This design comes from an exercise in tuning for small area on the open sky130 flow, not from production work. Function was checked by simulation only, so behaviour that the tests miss may differ from the original.

==> inputs of sierra <==
==> flow/design.v (excerpt) <==
module bs_filt #(
    parameter integer NCH = 4
) (
    input  wire                clk,
    input  wire                rst,
    input  wire [NCH-1:0]      flush,
    input  wire [NCH-1:0]      mod_stb,
    input  wire [NCH-1:0]      mod_bit,
    output wire [4*NCH-1:0]    out_stb,
    output wire [4*NCH-1:0]    out_settled,
    output wire [96*NCH-1:0]   out_data
);
export LEC_CHECK = 0
export ABC_AREA = 1
export CAP_MARGIN = 20
export CORE_MARGIN = 2
export CORE_UTILIZATION = 55
export PLACE_DENSITY = 0.65
export SLEW_MARGIN = 20
create_clock -name core_clock -period 16.0 [get_ports {clk}]
standard.sh (not shown) runs the stock make flow with config.mk's settings and CLKGATE_MAP_FILE= SYNTH_SCRIPT=/design/flow/synth_recipe.tcl, a recipe that flattens the netlist after the stock synthesis.
==> flow/flow/run.sh <==
#!/bin/bash
# The standard layout (standard.sh, unchanged scripts and settings) with two
# tool options set through ORFS's own variables:
#  - ports are buffered with sky130_fd_sc_hd__buf_1 cells;
#  - clock tree synthesis leaves out dummy loads and clusters the flip-flops
#    under clkbuf_4 leaf buffers (at most 9 sinks within 40 um).
# make's full output goes to standard.log.
set -euo pipefail
export BUFFER_PORTS_ARGS="-buffer_cell sky130_fd_sc_hd__buf_1"
export CTS_ARGS="-sink_clustering_enable -repair_clock_nets -dont_use_dummy_load -buf_list sky130_fd_sc_hd__clkbuf_4 -sink_clustering_size 9 -sink_clustering_max_diameter 40"
bash standard.sh > standard.log 2>&1
==> maple: changes against sierra <==
--- a/flow/design.v
+++ b/flow/design.v
@@ -86,17 +86,17 @@
             end else begin
                 done <= 1'b0;
                 if (stb) pend <= 1'b1;
             end
         end
     end
     wire srcA = bitp | pcb | postb;
     wire srcB = pcc | postc;
-    wire [6:0] gcur = srcA ? (rot[1] ? 7'd0 : AB[6:0]) :
+    wire [6:0] gcur = srcA ? (rot[1] ? 7'd0 : A0[6:0]) :
                       srcB ? B0[6:0] : C0[6:0];
     reg        c3;
     reg  [1:0] d3p, gp;
     wire [7:0] t3 = add7(gcur, {gcur[5:0], gp[1]}, c3);
     wire [6:0] m1  = gcur;
     wire [6:0] m4  = {gcur[4:0], gp};
     wire [6:0] m3  = t3[6:0];
     wire [6:0] m6  = {t3[5:0], d3p[1]};
@@ -137,58 +137,65 @@
             for (i = 0; i < 7; i = i + 1) begin
                 add7[i] = a[i] ^ b[i] ^ c;
                 c = (a[i] & b[i]) | (a[i] & c) | (b[i] & c);
             end
             add7[7] = c;
         end
     endfunction
     wire xin = bitp & xb & (rot == 2'd0);
-    reg  [27:0] AB;      
-    reg  [27:0] AX;
-    reg         cAB, cAX;
-    wire [4:0] i16 = {rot[0], cnt[3:0]};
-    wire [5:0] iX  = {rot, cnt[3:0]};
-    wire [6:0] kc, kx;
+    reg  [13:0] A0, A1, A2;
+    reg         cA0, cA1, cA2;
+    wire [4:0]  i16 = {rot[0], cnt[3:0]};
+    wire [20:0] kd;
     genvar gi;
-    generate for (gi = 0; gi < 7; gi = gi + 1) begin : g_lut
-        localparam [223:0] T0 = {32'h0000003e, 32'h000001c6, 32'h0000064a, 32'h00001a9f, 32'h00002fd0, 32'h00007878, 32'h0001cccc};
-        localparam [447:0] T1 = {64'h0000f00000000301, 64'h00008e0000007cf9, 64'h0000498000009ce5, 64'h0000e56000002cd3, 64'h00002fd00000b4b4, 64'h000078780000cccc, 64'h0000ccccfffe0000};
-        assign kc[gi] = T0[32*gi + i16];
-        assign kx[gi] = T1[64*gi + iX];
+    generate for (gi = 0; gi < 21; gi = gi + 1) begin : g_lut
+        localparam [671:0] TT = {32'h0000f000, 32'h00008e00, 32'h00004980, 32'h0000e560, 32'h00002fd0, 32'h00007878, 32'h0000cccc, 32'h00000301, 32'h00007cf9, 32'h00009ce5, 32'h00002cd3, 32'h0000b4b4, 32'h0000cccc, 32'hfffe0000, 32'h0000003e, 32'h000001c6, 32'h0000064a, 32'h00001a9f, 32'h00002fd0, 32'h00007878, 32'h0001cccc};
+        assign kd[gi] = TT[32*gi + i16];
     end endgenerate
     wire act16 = bitp & ~rot[1];
-    wire sh16  = bitp & (cnt[3:0] == 4'd0);
-    wire [6:0] sAX = (bitp & sh16) ? ((rot[1] | clr) ? 7'd0 : AX[20:14]) : AX[6:0];
-    wire [6:0] aAX = {7{bitp & xb}} & kx;
-    wire [7:0] nAX = add7(sAX, aAX, cAX);
-    always @(posedge clk) begin
-        AX  <= {nAX[6:0], AX[27:7]};
-        cAX <= (bitp & ~rot[0]) ? nAX[7] : 1'b0;
+    wire sh16  = act16 & (cnt[3:0] == 4'd0);
+    wire cl16  = act16 & clr;
+    wire en16  = act16 & xb;
+    wire [6:0] sA0 = cl16 ? 7'd0 : sh16 ? A1[6:0] : A0[6:0];
+    wire [6:0] sA1 = cl16 ? 7'd0 : sh16 ? A2[6:0] : A1[6:0];
+    wire [6:0] sA2 = (cl16 | sh16) ? 7'd0 : A2[6:0];
+    wire [6:0] aA0 = {7{en16}} & kd[6:0];
+    wire [6:0] aA1 = {7{en16}} & kd[13:7];
+    wire [6:0] aA2 = {7{en16}} & kd[20:14];
+    wire [7:0] nA0 = add7(sA0, aA0, cA0);
+    wire [7:0] nA1 = add7(sA1, aA1, cA1);
+    wire [7:0] nA2 = add7(sA2, aA2, cA2);
+    always @(posedge clk) begin
+        A0 <= {nA0[6:0], A0[13:7]};
+        A1 <= {nA1[6:0], A1[13:7]};
+        A2 <= {nA2[6:0], A2[13:7]};
+        cA0 <= (act16 & ~rot[0]) ? nA0[7] : 1'b0;
+        cA1 <= (act16 & ~rot[0]) ? nA1[7] : 1'b0;
+        cA2 <= (act16 & ~rot[0]) ? nA2[7] : 1'b0;
     end
     reg  [27:0] B0;
-    reg         cB0;
+    reg  [13:0] B1;
+    reg         cB0, cB1;
     wire shB   = bitp & (cnt[4:0] == 5'd0);
-    wire [6:0] sAB = ~rot[1] ? ((act16 & sh16) ? (clr ? 7'd0 : AX[6:0]) : AB[6:0])
-                             : (shB ? 7'd0 : AB[6:0]);
-    wire [6:0] aAB = ~rot[1] ? ({7{act16 & xb}} & kc) : ({7{postb}} & AB[20:14]);
-    wire [7:0] nAB = add7(sAB, aAB, cAB);
-    always @(posedge clk) begin
-        AB  <= {nAB[6:0], AB[27:7]};
-        cAB <= ~rot[0] ? nAB[7] : 1'b0;
-    end
     wire clB   = bitp & clr;
-    wire [6:0] vB1 = rot[1] ? 7'd0 : AB[20:14];
+    wire actB1 = (bitp | postb) & ~rot[1];
+    wire [6:0] vB1 = rot[1] ? 7'd0 : B1[6:0];
     wire [6:0] sB0 = clB ? 7'd0 : shB ? vB1 : B0[6:0];
+    wire [6:0] sB1 = (clB | shB) ? 7'd0 : B1[6:0];
     wire [6:0] aB0 = ({7{pcb}} & m1) | ({7{postb | (shB & ~clr)}} & m3) |
                      {6'd0, xin & last32};
+    wire [6:0] aB1 = {7{postb}} & m1;
     wire [7:0] nB0 = add7(sB0, aB0, cB0);
+    wire [7:0] nB1 = add7(sB1, aB1, cB1);
     always @(posedge clk) begin
         B0 <= {nB0[6:0], B0[27:7]};
+        B1 <= {nB1[6:0], B1[13:7]};
         cB0 <= fend ? 1'b0 : nB0[7];
+        cB1 <= (actB1 & ~rot[0]) ? nB1[7] : 1'b0;
     end
     reg  [27:0] C0, C1, C2;
     reg         cC0, cC1, cC2;
     wire shC = bitp & (cnt[6:0] == 7'd0);
     wire clC = bitp & clr;
     wire onC = pcc | postc;
     wire [6:0] sC0 = clC ? 7'd0 : shC ? C1[6:0] : C0[6:0];
     wire [6:0] sC1 = clC ? 7'd0 : shC ? C2[6:0] : C1[6:0];
@@ -225,17 +232,17 @@
     always @(posedge clk) begin
         D0 <= {nD0[6:0], D0[27:7]};
         D1 <= {nD1[6:0], D1[27:7]};
         D2 <= {nD2[6:0], D2[27:7]};
         cD0 <= fend ? 1'b0 : nD0[7];
         cD1 <= fend ? 1'b0 : nD1[7];
         cD2 <= fend ? 1'b0 : nD2[7];
     end
-    wire [23:0] o16  = AB[12] ? 24'h7f_ffff : {~AB[11], AB[10:0], 12'd0};
+    wire [23:0] o16  = A0[12] ? 24'h7f_ffff : {~A0[11], A0[10:0], 12'd0};
     wire [23:0] o32  = B0[15] ? 24'h7f_ffff : {~B0[14], B0[13:0], 9'd0};
     wire [23:0] o128 = C0[21] ? 24'h7f_ffff : {~C0[20], C0[19:0], 3'd0};
     wire [23:0] o512 = D0[27] ? 24'h7f_ffff : {~D0[26], D0[25:3]};
     assign o_data = {o512, o128, o32, o16};
     assign o_stb  = {done & last512, done & last128, done & last32, done & last16};
     wire hi0 = (hi != 2'd0);
     assign o_settled = {hi[1],
                         hi0 | (cnt[8:7] >= 2'd2),
CORE_UTILIZATION = 62   (was 55)
PLACE_DENSITY = 0.7   (was 0.65)
==> garnet: changes against sierra <==
--- a/flow/design.v
+++ b/flow/design.v
@@ -9,16 +9,17 @@
     output wire [3:0]  o_settled,
     output wire [95:0] o_data
 );
     localparam [2:0] P_IDLE = 3'd0, P_BIT = 3'd1, P_PCB = 3'd2, P_PCC = 3'd3,
                      P_PCD = 3'd4, P_POSTB = 3'd5, P_POSTC = 3'd6, P_POSTD = 3'd7;
     reg  [8:0] cnt;      
     reg  [1:0] hi;       
     reg        clrp;     
+    reg        clr;      
     reg        clrb;     
     reg        xb;       
     reg        pend;     
     reg        done;     
     reg  [2:0] pt;       
     reg  [1:0] sub;      
     wire fend  = (rot == 2'd3);
     wire bitp  = (pt == P_BIT);
@@ -53,17 +54,16 @@
                 if (sub != nlast)     begin npt = P_POSTC; nsub = sub + 2'd1; end
                 else if (last128)     npt = P_POSTD;
             end
             P_POSTD: if (sub != nlast) begin npt = P_POSTD; nsub = sub + 2'd1; end
             default: npt = P_IDLE;
         endcase
     end
     wire clrb_now = stb ? clrp : clrb;
-    wire clr = clrb;
     always @(posedge clk) begin
         if (rst) begin
             pt   <= P_IDLE;
             sub  <= 2'd0;
             pend <= 1'b0;
             done <= 1'b0;
             clrp <= 1'b1;
         end else begin
@@ -77,26 +77,27 @@
             if (fend) begin
                 pt   <= npt;
                 sub  <= nsub;
                 done <= bitp;
                 pend <= 1'b0;
                 if (npt == P_BIT) begin
                     cnt <= clrb_now ? 9'd0 : cnt + 9'd1;
                     hi  <= clrb_now ? 2'd0 : (cnt == 9'h1ff && !hi[1]) ? hi + 2'd1 : hi;
+                    clr <= clrb_now;
                 end
             end else begin
                 done <= 1'b0;
                 if (stb) pend <= 1'b1;
             end
         end
     end
     wire srcA = bitp | pcb | postb;
     wire srcB = pcc | postc;
-    wire [6:0] gcur = srcA ? (rot[1] ? 7'd0 : AB[6:0]) :
+    wire [6:0] gcur = srcA ? (rot[1] ? 7'd0 : A0[6:0]) :
                       srcB ? B0[6:0] : C0[6:0];
     reg        c3;
     reg  [1:0] d3p, gp;
     wire [7:0] t3 = add7(gcur, {gcur[5:0], gp[1]}, c3);
     wire [6:0] m1  = gcur;
     wire [6:0] m4  = {gcur[4:0], gp};
     wire [6:0] m3  = t3[6:0];
     wire [6:0] m6  = {t3[5:0], d3p[1]};
@@ -137,58 +138,65 @@
             for (i = 0; i < 7; i = i + 1) begin
                 add7[i] = a[i] ^ b[i] ^ c;
                 c = (a[i] & b[i]) | (a[i] & c) | (b[i] & c);
             end
             add7[7] = c;
         end
     endfunction
     wire xin = bitp & xb & (rot == 2'd0);
-    reg  [27:0] AB;      
-    reg  [27:0] AX;
-    reg         cAB, cAX;
-    wire [4:0] i16 = {rot[0], cnt[3:0]};
-    wire [5:0] iX  = {rot, cnt[3:0]};
-    wire [6:0] kc, kx;
+    reg  [13:0] A0, A1, A2;
+    reg         cA0, cA1, cA2;
+    wire [4:0]  i16 = {rot[0], cnt[3:0]};
+    wire [20:0] kd;
     genvar gi;
-    generate for (gi = 0; gi < 7; gi = gi + 1) begin : g_lut
-        localparam [223:0] T0 = {32'h0000003e, 32'h000001c6, 32'h0000064a, 32'h00001a9f, 32'h00002fd0, 32'h00007878, 32'h0001cccc};
-        localparam [447:0] T1 = {64'h0000f00000000301, 64'h00008e0000007cf9, 64'h0000498000009ce5, 64'h0000e56000002cd3, 64'h00002fd00000b4b4, 64'h000078780000cccc, 64'h0000ccccfffe0000};
-        assign kc[gi] = T0[32*gi + i16];
-        assign kx[gi] = T1[64*gi + iX];
+    generate for (gi = 0; gi < 21; gi = gi + 1) begin : g_lut
+        localparam [671:0] TT = {32'h0000f000, 32'h00008e00, 32'h00004980, 32'h0000e560, 32'h00002fd0, 32'h00007878, 32'h0000cccc, 32'h00000301, 32'h00007cf9, 32'h00009ce5, 32'h00002cd3, 32'h0000b4b4, 32'h0000cccc, 32'hfffe0000, 32'h0000003e, 32'h000001c6, 32'h0000064a, 32'h00001a9f, 32'h00002fd0, 32'h00007878, 32'h0001cccc};
+        assign kd[gi] = TT[32*gi + i16];
     end endgenerate
     wire act16 = bitp & ~rot[1];
-    wire sh16  = bitp & (cnt[3:0] == 4'd0);
-    wire [6:0] sAX = (bitp & sh16) ? ((rot[1] | clr) ? 7'd0 : AX[20:14]) : AX[6:0];
-    wire [6:0] aAX = {7{bitp & xb}} & kx;
-    wire [7:0] nAX = add7(sAX, aAX, cAX);
-    always @(posedge clk) begin
-        AX  <= {nAX[6:0], AX[27:7]};
-        cAX <= (bitp & ~rot[0]) ? nAX[7] : 1'b0;
+    wire sh16  = act16 & (cnt[3:0] == 4'd0);
+    wire cl16  = act16 & clr;
+    wire en16  = act16 & xb;
+    wire [6:0] sA0 = cl16 ? 7'd0 : sh16 ? A1[6:0] : A0[6:0];
+    wire [6:0] sA1 = cl16 ? 7'd0 : sh16 ? A2[6:0] : A1[6:0];
+    wire [6:0] sA2 = (cl16 | sh16) ? 7'd0 : A2[6:0];
+    wire [6:0] aA0 = {7{en16}} & kd[6:0];
+    wire [6:0] aA1 = {7{en16}} & kd[13:7];
+    wire [6:0] aA2 = {7{en16}} & kd[20:14];
+    wire [7:0] nA0 = add7(sA0, aA0, cA0);
+    wire [7:0] nA1 = add7(sA1, aA1, cA1);
+    wire [7:0] nA2 = add7(sA2, aA2, cA2);
+    always @(posedge clk) begin
+        A0 <= {nA0[6:0], A0[13:7]};
+        A1 <= {nA1[6:0], A1[13:7]};
+        A2 <= {nA2[6:0], A2[13:7]};
+        cA0 <= (act16 & ~rot[0]) ? nA0[7] : 1'b0;
+        cA1 <= (act16 & ~rot[0]) ? nA1[7] : 1'b0;
+        cA2 <= (act16 & ~rot[0]) ? nA2[7] : 1'b0;
     end
     reg  [27:0] B0;
-    reg         cB0;
+    reg  [13:0] B1;
+    reg         cB0, cB1;
     wire shB   = bitp & (cnt[4:0] == 5'd0);
-    wire [6:0] sAB = ~rot[1] ? ((act16 & sh16) ? (clr ? 7'd0 : AX[6:0]) : AB[6:0])
-                             : (shB ? 7'd0 : AB[6:0]);
-    wire [6:0] aAB = ~rot[1] ? ({7{act16 & xb}} & kc) : ({7{postb}} & AB[20:14]);
-    wire [7:0] nAB = add7(sAB, aAB, cAB);
-    always @(posedge clk) begin
-        AB  <= {nAB[6:0], AB[27:7]};
-        cAB <= ~rot[0] ? nAB[7] : 1'b0;
-    end
     wire clB   = bitp & clr;
-    wire [6:0] vB1 = rot[1] ? 7'd0 : AB[20:14];
+    wire actB1 = (bitp | postb) & ~rot[1];
+    wire [6:0] vB1 = rot[1] ? 7'd0 : B1[6:0];
     wire [6:0] sB0 = clB ? 7'd0 : shB ? vB1 : B0[6:0];
+    wire [6:0] sB1 = (clB | shB) ? 7'd0 : B1[6:0];
     wire [6:0] aB0 = ({7{pcb}} & m1) | ({7{postb | (shB & ~clr)}} & m3) |
                      {6'd0, xin & last32};
+    wire [6:0] aB1 = {7{postb}} & m1;
     wire [7:0] nB0 = add7(sB0, aB0, cB0);
+    wire [7:0] nB1 = add7(sB1, aB1, cB1);
     always @(posedge clk) begin
         B0 <= {nB0[6:0], B0[27:7]};
+        B1 <= {nB1[6:0], B1[13:7]};
         cB0 <= fend ? 1'b0 : nB0[7];
+        cB1 <= (actB1 & ~rot[0]) ? nB1[7] : 1'b0;
     end
     reg  [27:0] C0, C1, C2;
     reg         cC0, cC1, cC2;
     wire shC = bitp & (cnt[6:0] == 7'd0);
     wire clC = bitp & clr;
     wire onC = pcc | postc;
     wire [6:0] sC0 = clC ? 7'd0 : shC ? C1[6:0] : C0[6:0];
     wire [6:0] sC1 = clC ? 7'd0 : shC ? C2[6:0] : C1[6:0];
@@ -225,17 +233,17 @@
     always @(posedge clk) begin
         D0 <= {nD0[6:0], D0[27:7]};
         D1 <= {nD1[6:0], D1[27:7]};
         D2 <= {nD2[6:0], D2[27:7]};
         cD0 <= fend ? 1'b0 : nD0[7];
         cD1 <= fend ? 1'b0 : nD1[7];
         cD2 <= fend ? 1'b0 : nD2[7];
     end
-    wire [23:0] o16  = AB[12] ? 24'h7f_ffff : {~AB[11], AB[10:0], 12'd0};
+    wire [23:0] o16  = A0[12] ? 24'h7f_ffff : {~A0[11], A0[10:0], 12'd0};
     wire [23:0] o32  = B0[15] ? 24'h7f_ffff : {~B0[14], B0[13:0], 9'd0};
     wire [23:0] o128 = C0[21] ? 24'h7f_ffff : {~C0[20], C0[19:0], 3'd0};
     wire [23:0] o512 = D0[27] ? 24'h7f_ffff : {~D0[26], D0[25:3]};
     assign o_data = {o512, o128, o32, o16};
     assign o_stb  = {done & last512, done & last128, done & last32, done & last16};
     wire hi0 = (hi != 2'd0);
     assign o_settled = {hi[1],
                         hi0 | (cnt[8:7] >= 2'd2),
==> flow/flow/run.sh (replaced) <==
#!/bin/bash
# The standard layout (standard.sh, unchanged scripts and settings) with two
# tool options set through ORFS's own variables:
#  - ports are buffered with sky130_fd_sc_hd__buf_1 cells;
#  - clock tree synthesis leaves out dummy loads and clusters the flip-flops
#    under clkbuf_8 leaf buffers (at most 20 sinks within 50 um).
# make's full output goes to standard.log.
set -euo pipefail
export BUFFER_PORTS_ARGS="-buffer_cell sky130_fd_sc_hd__buf_1"
export CTS_ARGS="-sink_clustering_enable -repair_clock_nets -dont_use_dummy_load -buf_list sky130_fd_sc_hd__clkbuf_8 -sink_clustering_size 20 -sink_clustering_max_diameter 50"
bash standard.sh > standard.log 2>&1
==> impl_metrics.toml <==
[sta]
holdWs_ns = 0.270

[outcome]
status = "timing/DRC/antenna clean"

[power]
p_clk_share_pct = 22.5

[clock_tree]
clk_latency_ns = 1.06

[placed_design]
hpwl_um = 80200

[synthesis]
synth_area_mm2 = 0.0449
synth_top_area_share_pct = 48.9

[setup_path]
path_max_fanout = 12

[layout]
drive_gt1_share_pct = 10.3
buffers_excl_clock = 443

[floorplan]
die_h_um = 290

[routing]
wire_per_inst_um = 17.6
The numbers above come from sierra.

==> impl_metrics.toml <==
[power]
p_clk_share_pct = 24.0

[floorplan]
die_h_um = 295

[setup_path]
cp_top_family = "simple AND/OR/NAND/NOR gates"
path_max_fanout = 6

[sta]
setup_ws_ns = 9.84
holdWs_ns = 0.247

[synthesis]
synth_top_area_share_pct = 47.7
synth_area_mm2 = 0.0465

[routing]
wire_per_inst_um = 17.1

[outcome]
status = "timing/DRC/antenna clean"

[layout]
buffers_excl_clock = 436

[clock_tree]
clk_latency_ns = 0.78

[placed_design]
hpwl_um = 81200
The numbers above come from garnet.

==> impl_metrics.toml <==
[layout]
drive_gt1_share_pct = 9.88
buffers_excl_clock = 442
inverters = 737

[clock_tree]
clk_latency_ns = 1.08

[floorplan]
die_h_um = 278

[sta]
holdWs_ns = 0.224

[setup_path]
path_max_fanout = 6

[synthesis]
synth_top_area_share_pct = 47.7
synth_area_mm2 = 0.0464

[outcome]
status = "timing/DRC/antenna clean"

[placed_design]
hpwl_um = 80400

[power]
p_clk_share_pct = 21.7
The numbers above come from maple.

[afterwards: timing with drivers on the ports]
The results above use ideal ports. As a check the final layouts listed here were re-extracted and re-timed, cells and wires unchanged. Step 1, drivers: a clkbuf_16 drives clk and a buf_2 each remaining input, both assumed. Step 2 moves the port delays by t, midway between the first and last clock arrival at a register: inputs arrive t later, outputs are due t later. That takes back most of the time a late clock gives input paths. Slacks: ideal ports / drivers / drivers and shift; pairs: ideal ports / drivers.
run | t, ns | slack for setup (ns) | hold WS [ns] | latest minus earliest clock arrival (ns) | cell pins on the clock port's net
sierra | 1.081 | 9.595 / 9.530 / 9.645 | 0.270 / 0.270 / 0.270 | 0.100 / 0.100 | 1
maple | 1.074 | 9.490 / 9.426 / 9.861 | 0.224 / 0.224 / 0.224 | 0.138 / 0.138 | 1
garnet | 0.786 | 9.841 / 9.780 / 9.742 | 0.247 / 0.247 / 0.247 | 0.106 / 0.106 | 1
After both steps every run listed still meets setup and hold. For garnet, which loses most, drivers alone change the setup slack by -0.061 ns; drivers and shift together by -0.099 ns.
